This is an optimization exercise on Yosys and OpenROAD, whose aim is small area, a short achievable clock period and few clock cycles per item, not a production implementation.
RTL that was checked went through simulation tests only; none was proved equivalent to the original.
Power figures rest on the tool's default switching activity, not on a simulated workload.

==> run a <==
==> flow/design.v (excerpt) <==
module aligned_sum16 (
    input  wire        clk,
    input  wire        rst,           
    input  wire        in_valid,
    output wire        in_ready,
    input  wire [31:0] in_a,
    input  wire [31:0] in_b,
    output reg         out_valid,
    output reg  [31:0] out_result,
    output reg  [5:0]  out_flush,     
    output wire [4:0]  out_inf        
);
Settings: LEC_CHECK=0, ABC_CLOCK_PERIOD_IN_PS=3500, CAP_MARGIN=20, CORE_MARGIN=2, CORE_UTILIZATION=40, SETUP_SLACK_MARGIN=5, SLEW_MARGIN=20; clock period 14.0 ns.
run.sh (not shown) runs the stock make flow with config.mk's settings and CLKGATE_MAP_FILE= SYNTH_SCRIPT=/design/flow/synth_recipe.tcl, a recipe that flattens the netlist after the stock synthesis.
==> run b (differences from run a) <==
==> flow/flow/run.sh (new file) <==
#!/bin/bash
set -euo pipefail
bash standard.sh SETUP_SLACK_MARGIN=10 finish > flow_standard.log 2>&1
==> flow/standard.sh (new file) <==
#!/bin/bash
# synth_recipe.tcl (not shown) runs the flow's synth.tcl, then flattens the netlist and writes it again
# the make line also repeats each setting of config.mk as NAME=value (left out here)
make -C /OpenROAD-flow-scripts/flow DESIGN_CONFIG=/design/flow/config.mk WORK_HOME=/design/flow/orfs CLKGATE_MAP_FILE= SYNTH_SCRIPT=/design/flow/synth_recipe.tcl "${@:-finish}"
removed: flow/run.sh
==> run notes <==
Between run a and run b, the lower critical path depth is in run a (gap 2). Between run a and run b, the lower hold slack is in run a (gap 0.0069 ns). Against run b, the total power of run a is smaller by about 8%. Of run a and run b, run b has the higher via count (gap about 7%, measured against run b). Against run a, the sequential share of layout area of run b is lower by 3.6 points. In run b the utilization is higher than in run a, by 4.8 points. In area after synthesis, run b and run a do not differ. In synthesized cell count, run a and run b do not differ. Setup slack: run a is lower than run b (1.2 ns).
==> figures <==
	run a	run b
Half-perimeter wire length after detailed placement	93.0 mm	91.8 mm
Maximum fanout along the worst path	93	8
Clk tree area frac	6.34%	5.81%
Metal-1 WL	57.3 mm	60.8 mm
Inst Count DP	7,178	7,175
Leakage power summed over all cells	23.9 nW	26.5 nW
Post-route clock skew	0.0641 ns	0.0540 ns
Reg2Reg Launch Point	s0_b[9]	s0_b[10]
Rel. slew slack	29.7%	29.5%
Min-Delay Startpoint	ring[4][5]	ring[1][6]
Reg2reg end	s1_x[32]	s1_x[31]
Run status	finished clean	finished clean
Detailed Route Iter0 Violations	3,023	4,583
Launch point of the worst path	s0_b[9]	s0_b[10]
Hold Path Sink	ring[3][5]	ring[0][6]
Worst Setup EP	s1_x[32]	s1_x[31]
Power density relative to cell area	178 mW/mm^2	175 mW/mm^2
Power consumption	10.5 mW	11.4 mW
Max Fclk	190 MHz	243 MHz
No run of this note included a check of the RTL's function; only the layout flow was run.


==> branch willow <==
aligned_sum16, a different RTL version from the one above (not shown whole).
Settings: LEC_CHECK=0, CAP_MARGIN=20, CORE_MARGIN=2, CORE_UTILIZATION=60, SETUP_SLACK_MARGIN=5, SLEW_MARGIN=20; clock period 14.0 ns.
standard.sh (not shown) runs the stock make flow with config.mk's settings and CLKGATE_MAP_FILE= SYNTH_SCRIPT=/design/flow/synth_recipe.tcl, a recipe that flattens the netlist after the stock synthesis.
==> flow/flow/run.sh <==
#!/bin/bash
# The standard layout (standard.sh: ORFS from synthesis to the final layout) with two
# changes to how the layout is made; the SDC, the clock period and the steps are the standard
# ones:
#  - the clock tree uses larger sink clusters and no dummy loads, which saves clock buffers.
# ORFS writes each step's full log under orfs/logs/; make's own output goes to flow_standard.log.
set -euo pipefail
bash standard.sh \
  SETUP_SLACK_MARGIN=10 \
  "CTS_ARGS=-sink_clustering_enable -repair_clock_nets -dont_use_dummy_load -sink_clustering_size 25 -sink_clustering_max_diameter 80" \
  finish > flow_standard.log 2>&1
==> branch yarrow: changes against branch willow <==
--- a/flow/design.v
+++ b/flow/design.v
@@ -237,30 +237,39 @@
             r_flush   <= k_flush;
             r_inf_cnt <= k_inf_cnt;
         end
     end
     assign out_inf = r_inf_cnt;
     wire [30:0] mag = acc[31] ? (~acc[30:0] + 31'd1) : acc[30:0];
-    reg  [4:0]  lz;                   
-    integer j;
-    always @(*) begin
-        lz = 5'd31;
-        for (j = 0; j < 31; j = j + 1)
-            if (mag[j]) lz = 5'd30 - j[4:0];
-    end
-    reg        u1_v, u1_neg, u1_zero;
+    reg        u1_busy, u1_neg, u1_zero;
     reg [30:0] u1_mag;
-    reg [4:0]  u1_lz;
+    reg [4:0]  u1_lz;                 
+    wire       u1_v = u1_busy & (u1_mag[30] | u1_zero);    
     always @(posedge clk) begin
-        u1_v    <= acc_done & ~rst;
-        u1_neg  <= acc[31];
-        u1_mag  <= mag;
-        u1_lz   <= lz;
-        u1_zero <= (acc == 32'd0);
+        if (acc_done) begin
+            u1_neg  <= acc[31];
+            u1_zero <= (acc == 32'd0);
+            u1_mag  <= mag;
+            u1_lz   <= 5'd0;
+        end else if (u1_busy && !u1_v) begin
+            if (u1_mag[30:27] == 4'd0) begin
+                u1_mag <= {u1_mag[26:0], 4'd0};
+                u1_lz  <= u1_lz + 5'd4;
+            end else begin
+                u1_mag <= {u1_mag[29:0], 1'b0};
+                u1_lz  <= u1_lz + 5'd1;
+            end
+        end
+        if (rst)
+            u1_busy <= 1'b0;
+        else if (acc_done)
+            u1_busy <= 1'b1;
+        else if (u1_v)
+            u1_busy <= 1'b0;
     end
-    wire [30:0] nrm    = u1_mag << u1_lz;
+    wire [30:0] nrm    = u1_mag;
     wire        rnd_up = nrm[6] & ((|nrm[5:0]) | nrm[7]);
     wire        cy     = rnd_up & (&nrm[30:7]);           
     wire [24:0] qr     = {1'b0, nrm[30:7]} + {24'd0, rnd_up};
     wire [8:0]  top0   = r_e + 9'd4 - {4'd0, u1_lz};
     wire        over   = cy ? (top0 > 9'd405) : (top0 > 9'd406);
     wire        tiny   = cy ? (top0 < 9'd152) : (top0 < 9'd153);
==> flow/flow/run.sh (replaced) <==
#!/bin/bash
# The standard layout (standard.sh: ORFS from synthesis to the final layout) with three
# changes to how the layout is made; the SDC, the clock period and the steps are the standard
# ones:
#  - the clock tree uses larger sink clusters and no dummy loads, which saves clock buffers;
#  - every input and output port still gets its own buffer, but a plain buf_1 instead of the
#    larger delay buffer ORFS picks by default (the repair may still resize it).
# ORFS writes each step's full log under orfs/logs/; make's own output goes to flow_standard.log.
set -euo pipefail
bash standard.sh \
  SETUP_SLACK_MARGIN=10 \
  "CTS_ARGS=-sink_clustering_enable -repair_clock_nets -dont_use_dummy_load -sink_clustering_size 25 -sink_clustering_max_diameter 80" \
  "BUFFER_PORTS_ARGS=-buffer_cell sky130_fd_sc_hd__buf_1" \
  finish > flow_standard.log 2>&1
==> flow/config.mk (replaced) <==
export PLATFORM = sky130hd
export DESIGN_NAME = aligned_sum16
export DESIGN_NICKNAME = aligned_sum16
export VERILOG_FILES = /design/flow/design.v
export SDC_FILE = /design/flow/constraint.sdc
export NUM_CORES = 4
export LEC_CHECK = 0
export ABC_AREA = 1
export CAP_MARGIN = 20
export CORE_MARGIN = 2
export CORE_UTILIZATION = 60
export SETUP_SLACK_MARGIN = 5
export SLEW_MARGIN = 20
==> comparison <==
In branch willow the cell count is lower than in branch yarrow, by 9.6%.
Branch willow completed with no timing, DRC or antenna violations. Branch yarrow ran to the end with no violations.
In branch yarrow the clock skew is lower than in branch willow, by 10 ps.
In branch yarrow the worst hold slack is higher than in branch willow, by 21 ps.
Maximum frequency: branch willow is smaller than branch yarrow (about 0.23%).
Against branch yarrow, the worst setup slack of branch willow is lower by 9.0 ps.
Final area: branch yarrow is lower than branch willow (about 2.2%).
Sequential power is about the same in branch yarrow and branch willow.
In branch yarrow the core utilization is lower than in branch willow, by 0.52 points.
Of branch willow and branch yarrow, branch yarrow has the higher via count (gap 7.0%, measured against branch yarrow).
Die area: branch willow is larger than branch yarrow (about 0.7%).
Testbench counts of branch willow, summed over its fixed seeds: cycles 5,304, sums 320.
Testbench counts of branch yarrow, summed over its fixed seeds: cycles 5,313, sums 320.

-- port drivers added, routing unchanged --
Ports are ideal in the flow. The routed layouts listed here were re-timed in OpenROAD. Step 1 sets driving cells, clkbuf_16 on the clock port and buf_2 on the other inputs (assumed; they add their load-dependent delay and slew). Step 2 times the ports against the registers' clock, not the clock port: input delays grow and output delays shrink by t, the midpoint of the rising clock arrivals with the driver on. Three values: ideal ports, drivers, drivers and shift; two values: the first two.
run | t (ns) | slack for setup (ns) | worst setup path after step 2 | worst data-port slew with drivers (ns)
run a | 0.778 | 8.737 / 8.737 / 8.737 | register to register | 0.09
run b | 0.784 | 9.890 / 9.828 / 9.535 | input to register | 0.05
branch willow | 0.682 | 10.040 / 9.972 / 9.654 | input to register | 0.04
branch yarrow | 0.697 | 10.049 / 9.983 / 10.065 | input to register | 0.06
After both steps setup and hold are still met in every run listed. The setup slack of branch willow, which loses most, moves by -0.068 ns with the drivers and by -0.386 ns with both steps.
